Background: an optimization exercise with open tools, aiming at small area, a short achievable clock period and few clock cycles per item. Do not read the settings as production practice.
In this exercise RTL edits were held to simulation tests only and were not proved equivalent to the original.

### flow/flow/abc.script
&get -n
&st
&dch
&nf -R 1000
&put
topo
stime -c
buffer -c
upsize -c
dnsize -c
### flow/constraint.sdc
create_clock -name core_clock -period 10.0 [get_ports {clk}]
set_input_delay 2.0000 -clock core_clock [delete_from_list [all_inputs] [get_ports {clk}]]
set_output_delay 2.0000 -clock core_clock [all_outputs]
set_load 0.01 [all_outputs]
### flow/design.v
module aes_sbox (
  input  wire [7:0] a,
  output wire [7:0] y
);
  wire U0, U1, U2, U3, U4, U5, U6, U7;
  assign U0 = a[7];
  assign U1 = a[6];
  assign U2 = a[5];
  assign U3 = a[4];
  assign U4 = a[3];
  assign U5 = a[2];
  assign U6 = a[1];
  assign U7 = a[0];
  wire T1, T2, T3, T4, T5, T6, T7, T8, T9, T10, T11, T12;
  wire T13, T14, T15, T16, T17, T18, T19, T20, T21, T22, T23, T24;
  wire T25, T26, T27, M1, M2, M3, M4, M5, M6, M7, M8, M9;
  wire M10, M11, M12, M13, M14, M15, M16, M17, M18, M19, M20, M21;
  wire M22, M23, M24, M25, M26, M27, M28, M29, M30, M31, M32, M33;
  wire M34, M35, M36, M37, M38, M39, M40, M41, M42, M43, M44, M45;
  wire M46, M47, M48, M49, M50, M51, M52, M53, M54, M55, M56, M57;
  wire M58, M59, M60, M61, M62, M63, L0, L1, L2, L3, L4, L5;
  wire L6, L7, L8, L9, L10, L11, L12, L13, L14, L15, L16, L17;
  wire L18, L19, L20, L21, L22, L23, L24, L25, L26, L27, L28, L29;
  wire S0, S1, S2, S3, S4, S5, S6, S7;
  assign T1 = U0 ^ U3;
  assign T2 = U0 ^ U5;
  assign T3 = U0 ^ U6;
  assign T4 = U3 ^ U5;
  assign T5 = U4 ^ U6;
  assign T6 = T1 ^ T5;
  assign T7 = U1 ^ U2;
  assign T8 = U7 ^ T6;
  assign T9 = U7 ^ T7;
  assign T10 = T6 ^ T7;
  assign T11 = U1 ^ U5;
  assign T12 = U2 ^ U5;
  assign T13 = T3 ^ T4;
  assign T14 = T6 ^ T11;
  assign T15 = T5 ^ T11;
  assign T16 = T5 ^ T12;
  assign T17 = T9 ^ T16;
  assign T18 = U3 ^ U7;
  assign T19 = T7 ^ T18;
  assign T20 = T1 ^ T19;
  assign T21 = U6 ^ U7;
  assign T22 = T7 ^ T21;
  assign T23 = T2 ^ T22;
  assign T24 = T2 ^ T10;
  assign T25 = T20 ^ T17;
  assign T26 = T3 ^ T16;
  assign T27 = T1 ^ T12;
  assign M1 = T13 & T6;
  assign M2 = T23 & T8;
  assign M3 = T14 ^ M1;
  assign M4 = T19 & U7;
  assign M5 = M4 ^ M1;
  assign M6 = T3 & T16;
  assign M7 = T22 & T9;
  assign M8 = T26 ^ M6;
  assign M9 = T20 & T17;
  assign M10 = M9 ^ M6;
  assign M11 = T1 & T15;
  assign M12 = T4 & T27;
  assign M13 = M12 ^ M11;
  assign M14 = T2 & T10;
  assign M15 = M14 ^ M11;
  assign M16 = M3 ^ M2;
  assign M17 = M5 ^ T24;
  assign M18 = M8 ^ M7;
  assign M19 = M10 ^ M15;
  assign M20 = M16 ^ M13;
  assign M21 = M17 ^ M15;
  assign M22 = M18 ^ M13;
  assign M23 = M19 ^ T25;
  assign M24 = M22 ^ M23;
  assign M25 = M22 & M20;
  assign M26 = M21 ^ M25;
  assign M27 = M20 ^ M21;
  assign M28 = M23 ^ M25;
  assign M29 = M28 & M27;
  assign M30 = M26 & M24;
  assign M31 = M20 & M23;
  assign M32 = M27 & M31;
  assign M33 = M27 ^ M25;
  assign M34 = M21 & M22;
  assign M35 = M24 & M34;
  assign M36 = M24 ^ M25;
  assign M37 = M21 ^ M29;
  assign M38 = M32 ^ M33;
  assign M39 = M23 ^ M30;
  assign M40 = M35 ^ M36;
  assign M41 = M38 ^ M40;
  assign M42 = M37 ^ M39;
  assign M43 = M37 ^ M38;
  assign M44 = M39 ^ M40;
  assign M45 = M42 ^ M41;
  assign M46 = M44 & T6;
  assign M47 = M40 & T8;
  assign M48 = M39 & U7;
  assign M49 = M43 & T16;
  assign M50 = M38 & T9;
  assign M51 = M37 & T17;
  assign M52 = M42 & T15;
  assign M53 = M45 & T27;
  assign M54 = M41 & T10;
  assign M55 = M44 & T13;
  assign M56 = M40 & T23;
  assign M57 = M39 & T19;
  assign M58 = M43 & T3;
  assign M59 = M38 & T22;
  assign M60 = M37 & T20;
  assign M61 = M42 & T1;
  assign M62 = M45 & T4;
  assign M63 = M41 & T2;
  assign L0 = M61 ^ M62;
  assign L1 = M50 ^ M56;
  assign L2 = M46 ^ M48;
  assign L3 = M47 ^ M55;
  assign L4 = M54 ^ M58;
  assign L5 = M49 ^ M61;
  assign L6 = M62 ^ L5;
  assign L7 = M46 ^ L3;
  assign L8 = M51 ^ M59;
  assign L9 = M52 ^ M53;
  assign L10 = M53 ^ L4;
  assign L11 = M60 ^ L2;
  assign L12 = M48 ^ M51;
  assign L13 = M50 ^ L0;
  assign L14 = M52 ^ M61;
  assign L15 = M55 ^ L1;
  assign L16 = M56 ^ L0;
  assign L17 = M57 ^ L1;
  assign L18 = M58 ^ L8;
  assign L19 = M63 ^ L4;
  assign L20 = L0 ^ L1;
  assign L21 = L1 ^ L7;
  assign L22 = L3 ^ L12;
  assign L23 = L18 ^ L2;
  assign L24 = L15 ^ L9;
  assign L25 = L6 ^ L10;
  assign L26 = L7 ^ L9;
  assign L27 = L8 ^ L10;
  assign L28 = L11 ^ L14;
  assign L29 = L11 ^ L17;
  assign S0 = L6 ^ L24;
  assign S1 = ~(L16 ^ L26);
  assign S2 = ~(L19 ^ L28);
  assign S3 = L6 ^ L21;
  assign S4 = L20 ^ L22;
  assign S5 = L25 ^ L29;
  assign S6 = ~(L13 ^ L27);
  assign S7 = ~(L6 ^ L23);
  assign y[7] = S0;
  assign y[6] = S1;
  assign y[5] = S2;
  assign y[4] = S3;
  assign y[3] = S4;
  assign y[2] = S5;
  assign y[1] = S6;
  assign y[0] = S7;
endmodule
module cmac_aes128 (
  input  wire         clk,
  input  wire         rst,         
  input  wire         in_valid,
  input  wire         in_key,
  input  wire         in_last,
  input  wire [4:0]   in_len,
  input  wire [127:0] in_data,
  output wire         in_ready,
  output reg          tag_valid,
  output wire [127:0] tag
);
  function [7:0] xtime;
    input [7:0] b;
    xtime = {b[6:0], 1'b0} ^ (b[7] ? 8'h1b : 8'h00);
  endfunction
  function [127:0] dbl;
    input [127:0] x;
    dbl = {x[126:0], 1'b0} ^ (x[127] ? 128'h87 : 128'h0);
  endfunction
  function [7:0] rcon;
    input [3:0] r;
    case (r)
      4'd1:    rcon = 8'h01;
      4'd2:    rcon = 8'h02;
      4'd3:    rcon = 8'h04;
      4'd4:    rcon = 8'h08;
      4'd5:    rcon = 8'h10;
      4'd6:    rcon = 8'h20;
      4'd7:    rcon = 8'h40;
      4'd8:    rcon = 8'h80;
      4'd9:    rcon = 8'h1b;
      4'd10:   rcon = 8'h36;
      default: rcon = 8'h00;
    endcase
  endfunction
  function [31:0] mix_col;
    input [31:0] c;
    reg [7:0] a0, a1, a2, a3, t;
    begin
      a0 = c[31:24];
      a1 = c[23:16];
      a2 = c[15:8];
      a3 = c[7:0];
      t  = a0 ^ a1 ^ a2 ^ a3;
      mix_col = {a0 ^ t ^ xtime(a0 ^ a1),
                 a1 ^ t ^ xtime(a1 ^ a2),
                 a2 ^ t ^ xtime(a2 ^ a3),
                 a3 ^ t ^ xtime(a3 ^ a0)};
    end
  endfunction
  reg         busy;        
  reg         job_key;     
  reg         job_last;    
  reg         in_msg;      
  reg [3:0]   round;       
  reg [127:0] u;           
  reg [127:0] rk;          
  reg [127:0] key;         
  reg [127:0] lk;          
  wire final_round = (round == 4'd10);
  assign in_ready = !busy || (final_round && !job_last && !job_key);
  wire take = in_valid && in_ready;
  assign tag = u;
  wire [127:0] x = u ^ rk;    
  wire [127:0] sb;
  wire [31:0]  ksb;
  genvar gi;
  generate
    for (gi = 0; gi < 16; gi = gi + 1) begin : g_sbox
      aes_sbox u_sbox (
        .a(x[127-8*((gi % 4) + 4*(((gi / 4) + (gi % 4)) % 4)) -: 8]),
        .y(sb[127-8*gi -: 8]));
    end
    for (gi = 0; gi < 4; gi = gi + 1) begin : g_ksbox
      aes_sbox u_sbox (.a(rk[31-8*((gi + 1) % 4) -: 8]), .y(ksb[31-8*gi -: 8]));
    end
  endgenerate
  wire [31:0] kt  = ksb ^ {rcon(round), 24'h0};
  wire [31:0] pw0 = rk[127:96];
  wire [31:0] pw1 = pw0 ^ rk[95:64];
  wire [31:0] pw2 = pw1 ^ rk[63:32];
  wire [31:0] pw3 = pw2 ^ rk[31:0];
  wire [127:0] krn = {pw0 ^ kt, pw1 ^ kt, pw2 ^ kt, pw3 ^ kt};
  wire [127:0] mc = {mix_col(sb[127:96]), mix_col(sb[95:64]),
                     mix_col(sb[63:32]),  mix_col(sb[31:0])};
  wire [127:0] fin = sb ^ krn;    
  wire [127:0] k1 = dbl(lk);
  wire [127:0] k2 = dbl(k1);
  reg [127:0] padded;
  integer bi;
  always @(*) begin
    for (bi = 0; bi < 16; bi = bi + 1) begin
      if (bi < in_len)
        padded[127-8*bi -: 8] = in_data[127-8*bi -: 8];
      else if (bi == in_len)
        padded[127-8*bi -: 8] = 8'h80;
      else
        padded[127-8*bi -: 8] = 8'h00;
    end
  end
  wire [127:0] blk = in_key             ? 128'h0 :
                     !in_last           ? in_data :
                     (in_len == 5'd16)  ? in_data ^ k1 :
                                          padded ^ k2;
  wire [127:0] base = busy             ? fin :
                      in_msg || !take  ? u : 128'h0;
  always @(posedge clk) begin
    if (busy && !final_round)
      u <= mc;
    else
      u <= base ^ (take ? blk : 128'h0);
    rk <= take ? (in_key ? in_data : key) : krn;
    if (take && in_key)
      key <= in_data;
    if (busy && final_round && job_key)
      lk <= fin;
  end
  always @(posedge clk) begin
    if (rst) begin
      busy      <= 1'b0;
      job_key   <= 1'b0;
      job_last  <= 1'b0;
      in_msg    <= 1'b0;
      round     <= 4'd0;
      tag_valid <= 1'b0;
    end else begin
      tag_valid <= busy && final_round && job_last;
      if (take) begin
        busy     <= 1'b1;
        round    <= 4'd1;
        job_key  <= in_key;
        job_last <= !in_key && in_last;
        in_msg   <= !in_key && !in_last;
      end else if (busy) begin
        round <= round + 4'd1;
        if (final_round)
          busy <= 1'b0;
      end
    end
  end
endmodule
### flow/flow/run.sh
#!/bin/bash
# Layout flow: the standard layout (standard.sh, ORFS from synthesis to
# the final layout) with two changes:
#  - a copy of ORFS's scripts folder in which the ABC script of the
#    synthesis's technology mapping is flow/abc.script, an area-recovering
#    mapping (ORFS's own scripts turn the XOR-rich AES logic into much larger
#    NAND networks);
#  - every input and output port still gets its buffer, but a plain buf_2
#    (BUFFER_PORTS_ARGS) instead of the delay cell buffer_ports picks.
# Every other step, setting and script is the standard flow's. make's output
# goes to flow.log, and each ORFS step writes its own log under orfs/logs/.
set -euo pipefail
cd "$(dirname "$0")/.."
W=$(pwd)
rm -rf "$W/scripts"
cp -r "$FLOW_HOME/scripts" "$W/scripts"
cp "$W/flow/abc.script" "$W/scripts/abc_area.script"
cp "$W/flow/abc.script" "$W/scripts/abc_speed.script"
bash "$W/standard.sh" SCRIPTS_DIR="$W/scripts" \
  "BUFFER_PORTS_ARGS=-buffer_cell sky130_fd_sc_hd__buf_2" finish > "$W/flow.log" 2>&1
### flow/config.mk
export PLATFORM = sky130hd
export DESIGN_NAME = cmac_aes128
export DESIGN_NICKNAME = cmac_aes128
export VERILOG_FILES = /design/flow/design.v
export SDC_FILE = /design/flow/constraint.sdc
export NUM_CORES = 4
export LEC_CHECK = 0
export ABC_AREA = 1
export CAP_MARGIN = 20
export CORE_MARGIN = 2
export CORE_UTILIZATION = 50
export SETUP_SLACK_MARGIN = 4
export SLEW_MARGIN = 20
export TNS_END_PERCENT = 0
### flow/standard.sh
#!/bin/bash
# synth_recipe.tcl (not shown) runs the flow's synth.tcl, then flattens the netlist and writes it again
# the make line also repeats each setting of config.mk as NAME=value (left out here)
make -C /OpenROAD-flow-scripts/flow DESIGN_CONFIG=/design/flow/config.mk WORK_HOME=/design/flow/orfs CLKGATE_MAP_FILE= SYNTH_SCRIPT=/design/flow/synth_recipe.tcl "${@:-finish}"
==> impl_metrics.yaml, run 1 <==
yosys:
  yosysWarnings: 1
  synthMuxAreaShare_pct: 0.128
  synth_nets: 5826
  synth_flop_cell: "dfxtp_1"
  synthAdderAreaFrac_pct: 1.11
  synth_common_cells: "xnor2_1 (1533), xor2_1 (960), nand2_1 (521)"
  synthTopCellsByArea: "xnor2_1 (26%), xor2_1 (16%), edfxtp_1 (15%), dfxtp_1 (10%), xnor2_2 (5.2%)"
  yosys.area_share.simple_pct: 8.52
  synth.most_common_cell: "xnor2_1"
  synth_area_leader_cell: "xnor2_1"
  ys_types: 68
  synth_edf_count: 256
  ys_ff_latch: 521
  synth_top_area_share_pct: 26.0
  syn_avg_cell_area_um2: 9.15
  ys_seq_area_share_pct: 25.2
  ys_async_sr_fraction_pct: 0
  synth_xor_area_share_pct: 51.2
  synth_top_family_by_area: "XOR/XNOR gates"
  synth_compound_gate_area_share_pct: 11.7
  synth_area_um2: 51600
  syn_inst: 5642
clock_tree:
  clkLatencyLatePin_ps: 660
  root_buffer: "clkbuf_16"
  clkTransAtPathRegs_ps: 70
  cts_max_level: 3
  clock_sinks: 521
  clockBufferDepth: 3
  numCtsBuffers: 67
  tritoncts: "done"
sta:
  fmax_mhz: 167
  rsz0062_at_grt: "true"
  maxSlewHeadroom_pct: 21.1
  slew_violations: 0
  setup_ws_ps: 4010
  skew_ps: 28.5
  hold_viol: 0
  worst_slew_pin_slew_ps: 1180
  timing.final.setup_violations: 0
  min_period_ps: 5990
  holdWs_ps: 465
  fin_tns_setup_ps: 0
  finalCritPeriodShare_pct: 59.9
setup_path:
  worstRegToRegCells: 23
  critPathArrivalTime_ps: 6500
  crit_type: "reg -> reg"
  path_max_fanout: 6
  start_kind: "flip-flop"
  rr_startpoint: "rk[5]$_DFF_P_"
  worstPathRequired_ps: 10510
  worstSetupEndpointType: "flip-flop"
  ff2ff_setup_slack_ps: 4010
  reg2reg_to: "u[10]$_DFF_P_"
cells_and_area:
  seq_area_um2: 13100
  layout.nets: 6144
  syn_to_final_growth_pct: 19.9
  drive_gt1_share_pct: 20.8
  stdcell_area_um2: 61900
  final_cells: 7392
  multi_input_area_um2: 41700
  post-route-util_pct: 60.6
  fillers: 8989
place:
  place_ws_ps: 2680
  place_inst: 7147
  dp_hpwl_mm: 144
  placed_cell_area_um2: 54500
  place.gp.congestion: 0.966
  portBuffers: 267
grt:
  grt_use_total_pct: 34.0
  gr-total-overflow: 0
  grt_pass1_wl_mm: 270
  grt_max_degree: 160
  grt_pass1_vias: 40100
  antenna_found_initial: 8
hold_path:
  worstHoldPathCells: 2
  holdCritPathClass: "reg -> reg"
  min_from: "key[7]$_DFFE_PP_"
  hold_end: "rk[7]$_DFF_P_"
floorplanning:
  num_io_pins: 268
  die_w_um: 325
  die_area_um2: 106000
  die_y_um: 325
  rows: 117
  core_um2: 102000
  start_util_pct: 50.5
drt:
  routed_wl_mm: 187
  drc: 0
  wl_per_cell_um: 25.3
  drtIter0Drc: 4249
  ant_nets: 0
  routed_via_density: 5.64
  vias: 41700
  drt_first_pass_iters: 7
flow_run:
  maxCapViolCount: 0
status:
  status: "finished clean"
## metal layers
layer,global-route usage (%),vias to the layer above,part of all wire [%]
met5,0,-,0
met4,13.5,0,4.5
met3,5.68,318,8.4
met2,54.4,1822,46
met1,45.8,20400,41
li1,-,19200,-
## placed cells by master (no fill, tap or decap), types with 11 or more instances in the layout
cell type	instances
clkinv_2	12
xnor2_2	309
xnor2_4	112
nor2b_1	40
and2_1	21
a21oi_1	295
edfxtp_1	256
a32o_1	11
nor2_1	353
clkbuf_1	17
dfxtp_1	212
a22oi_1	246
buf_12	17
inv_1	100
buf_4	148
nor2_2	16
buf_2	267
xor2_2	92
nand2_1	519
dfxtp_2	45
xor2_4	68
a21oi_2	11
ha_1	46
clkbuf_16	68
a222oi_1	46
xor2_1	867
o21ai_1	61
nand2b_1	58
xnor2_1	1299
o21ai_0	256
## sequential cells by signal (all words and copies together) (netlist names)
| signal | flops |
|---|---|
| busy | 1 |
| in_msg | 1 |
| job_key | 1 |
| job_last | 1 |
| key | 128 |
| lk | 128 |
| rk | 128 |
| round | 4 |
| tag_valid | 1 |
| u | 128 |
## final cells by class
class	instances	share of cell area, %
sequential	521	21.1
tap	1368	2.76
clock inverter	34	0.624
clock buffer	90	2.96
antenna	9	0.0364
multi-input combinational	4829	67.3
inverter	107	0.649
timing repair buffer	434	4.54
## how the worst max path moves through the flow
stage              startpoint  slack (ps)             to
2_1_floorplan   rk[4]$_DFF_P_        4600  u[15]$_DFF_P_
3_3_place_gp   rk[23]$_DFF_P_        2550  u[26]$_DFF_P_
3_5_place_dp    rk[7]$_DFF_P_        2680   u[9]$_DFF_P_
4_1_cts        rk[15]$_DFF_P_        3820  u[75]$_DFF_P_
5_1_grt         rk[5]$_DFF_P_        3790  u[14]$_DFF_P_
6_report        rk[5]$_DFF_P_        4010  u[10]$_DFF_P_
## cell families (layout without fill, tap and decap cells)
kind of cell | Yosys count | count (layout)
xor gates and xnor gates | 2749 | 2749
and+or+nand+nor | 1050 | 1050
AOI/OAI and AO/OA | 978 | 978
DFF | 521 | 521
buffers and inverters | 292 | 665
adders and majority gates | 46 | 46
muxes | 6 | 6
other | 0 | 9
## critical path, cell delays in order, from the launching register on
cell     delay, ps
dfxtp_2        460
xor2_4         260
xnor2_4        160
xnor2_1        280
ha_1           280
xnor2_1        140
xnor2_1        160
xnor2_2        340
o21ai_1        190
xor2_2         320
xor2_2         280
xnor2_2        180
nor2_4          70
xnor2_4        300
xor2_2         310
xor2_1         370
xnor2_4        220
xnor2_4        330
xor2_4         310
xor2_1         260
xnor2_1        210
a22oi_2         90
xnor2_1        220
a21oi_1         80
## what timing repair did
action,in CTS,in global routing
endpoints found under the setup margin,252,212
hold buffers,0,0
gates resized for setup,212,319
buffers inserted,23,88
pin swaps,18,73
Testbench counts, summed over its fixed seeds: cycles 59,744, messages 960.
==> inputs of run 2 (changes only) <==
==> flow/flow/abc.script (replaced) <==
&get -n
&st
&dch
&nf
&put
topo
stime -c
buffer -c
upsize -c
dnsize -c
==> run 2 against run 1 <==
Clock skew up 7.3 ps. Die area up 2.2%. Critical path type unchanged. Register-to-register slack worse by 40 ps. Non-clock buffer count down 85. Sequential share of layout area up 0.39 points. Critical endpoint is now u[82]$_DFF_P_. Final area down 2.1%. Still clean. Maximum frequency down 0.67%.
==> impl_metrics.yaml, run 2 <==
status:
  status: "finished clean"
setup_path:
  worstPathRequired_ps: 10480
  start_kind: "flip-flop"
  path_max_fanout: 5
  worstSetupEndpointType: "flip-flop"
  rr_startpoint: "rk[51]$_DFF_P_"
  crit_type: "reg -> reg"
  ff2ff_setup_slack_ps: 3970
  critPathArrivalTime_ps: 6510
  critPathLaunch: "rk[51]$_DFF_P_"
sta:
  worst_slew_pin_slew_ps: 1180
  hold_viol: 0
  min_period_ps: 6030
  timing.final.setup_violations: 0
  skew_ps: 35.8
  fmax_mhz: 166
  rsz0062_at_grt: "true"
  fin_tns_setup_ps: 0
  maxSlewHeadroom_pct: 21.4
  slew_violations: 0
  finalCritPeriodShare_pct: 60.3
  setup_ws_ps: 3970
yosys:
  synth.most_common_cell: "xnor2_1"
  synth_area_leader_cell: "xnor2_1"
  syn_inst: 5576
  ys_types: 75
  ys_async_sr_fraction_pct: 0
  yosysWarnings: 1
  ys_ff_latch: 521
  syn_avg_cell_area_um2: 9.46
  synth_area_um2: 52800
  synthTopCellsByArea: "xnor2_1 (24%), xor2_1 (15%), edfxtp_1 (15%), dfxtp_1 (10%), xnor3_1 (6.3%)"
  synth_edf_count: 256
  ys_seq_area_share_pct: 24.6
  synth_nets: 5760
  synth_common_cells: "xnor2_1 (1422), xor2_1 (913), nand2_1 (384)"
  synth_top_area_share_pct: 23.6
  synth_flop_cell: "dfxtp_1"
grt:
  met1_usage_pct: 48.9
  gr-total-overflow: 0
  met3_usage_pct: 5.97
  antenna_found_initial: 8
  grt_pass1_vias: 40500
  grt_max_degree: 130
  grt_use_total_pct: 35.5
  grtUsageMet2_pct: 54.8
  grt.busiest_layer: "met2"
  grt_pass1_wl_mm: 281
drt:
  ant_nets: 0
  drc: 0
  routed_via_density: 5.84
  vias: 42300
  routed_wl_mm: 196
  wl_per_cell_um: 27.1
  drtIter0Drc: 4835
  drt_first_pass_iters: 8
clock_tree:
  clkLatencyLatePin_ps: 660
  clkTransAtPathRegs_ps: 60
  cts_hold_buffers: 0
  tritoncts: "done"
  numCtsBuffers: 67
  clockBufferDepth: 3
  root_buffer: "clkbuf_16"
  clock_sinks: 521
  cts_max_level: 3
floorplanning:
  rows: 119
  num_io_pins: 268
  die_w_um: 329
  die_area_um2: 108000
  core_um2: 105000
  die_y_um: 329
  start_util_pct: 50.3
cells_and_area:
  stdcell_area_um2: 60600
  drive_gt1_share_pct: 16.5
  fillers: 9292
  seq_area_um2: 13000
  final_common_cell: "xnor2_1"
  final_cells: 7246
  multi_input_area_um2: 41300
  layout.nets: 5984
  syn_to_final_growth_pct: 14.9
  final_cell_mix: "xnor2_1 (1266), xor2_1 (830), nand2_1 (382)"
place:
  place_inst: 7088
  place_ws_ps: 2820
  portBuffers: 267
  dp_hpwl_mm: 151
  place.gp.congestion: 0.961
  placed_cell_area_um2: 55600
flow_run:
  maxCapViolCount: 0
hold_path:
  min_from: "key[30]$_DFFE_PP_"
  holdCritPathClass: "reg -> reg"
==> run 2: cell types whose count changed in the layout (fill, tap and decap cells not counted), moves of 63 or more <==
cell / delta
xnor2_2: -106
nand2_1: -137
xnor3_1: +120
buf_4: -73
a21oi_1: +63
xnor2_4: -69
==> run 2: logic make-up after synthesis <==
kind of cell | count (synthesis) | share of synthesized area [%]
flip-flops | 521 | 24.6
adder cells (fa/ha/maj) | 46 | 1.09
AO/OA/AOI/OAI | 1121 | 13.2
XOR/XNOR | 2647 | 51.0
multiplexers | 9 | 0.173
buffers and inverters | 285 | 2.14
AND/OR/NAND/NOR | 947 | 7.80
==> run 2: path summary, 6_finish.rpt <==
check | depth (start not counted) | endpoint
setup / recovery | 18 | u[82]$_DFF_P_
hold reg to reg | 2 | rk[30]$_DFF_P_
hold / removal | 2 | rk[30]$_DFF_P_
setup reg to reg | 18 | u[82]$_DFF_P_
==> run 2: final cells by class <==
cell class	instances	share of cell area, %
multi-input combinational	4770	68.0
antenna	2	0.00826
clock buffer	93	3.09
clock inverter	29	0.541
sequential	521	21.5
inverter	91	0.563
tap	1391	2.87
timing repair buffer	349	3.36
==> run 2: worst max-delay path: stages (launching register included) <==
cell,delay (ps)
dfxtp_1,640
xnor2_2,210
xnor2_2,370
xnor2_2,180
xnor2_1,240
ha_1,270
xnor3_1,400
xnor2_2,190
a21oi_1,250
xor2_2,310
xnor2_1,200
nor2b_1,260
xor2_1,410
xnor3_1,410
xor3_1,470
xor2_1,390
xnor2_1,180
xnor2_2,330
a21oi_1,120
==> run 2: what timing repair did <==
| item | CTS | global route |
|---|---|---|
| pin swaps | 5 | 21 |
| setup buffers | 9 | 25 |
| setup endpoints to repair | 193 | 183 |
| resized for setup | 141 | 230 |
==> run 2: metrics by stage <==
step	util [%]	hold WS (ps)
floorplan	-	431
detailed placement	53.0	452
finish	57.8	466
CTS	56.1	469
global route	57.7	497
global placement	52.9	441
==> run 2: routing by layer <==
layer,vias to the layer above,share of wire [%]
li1,19200,-
met1,20700,41
met2,2033,44
met3,351,9.5
met4,2,5.0
met5,-,0.010

## static timing again, ports no longer ideal
The results above use ideal ports. As a check the final layouts listed here were re-extracted and re-timed, cells and wires unchanged. Step 1 sets driving cells, clkbuf_16 on the clock port and buf_2 on the other inputs (assumed; they add their load-dependent delay and slew). Step 2 moves the port delays by t, midway between the first and last clock arrival at a register: inputs arrive t later, outputs are due t later. That takes back most of the time a late clock gives input paths. a / b / c = ideal ports / drivers / drivers and shift; a / b = the first two.
run | t (ns) | setup slack, ns | worst setup path after step 2 | clock arrival spread, ns
run 1 | 0.714 | 4.010 / 4.010 / 4.010 | register to register | 0.029 / 0.029
run 2 | 0.718 | 3.970 / 3.970 / 3.970 | register to register | 0.036 / 0.036
After both steps setup and hold are still met in every run listed.
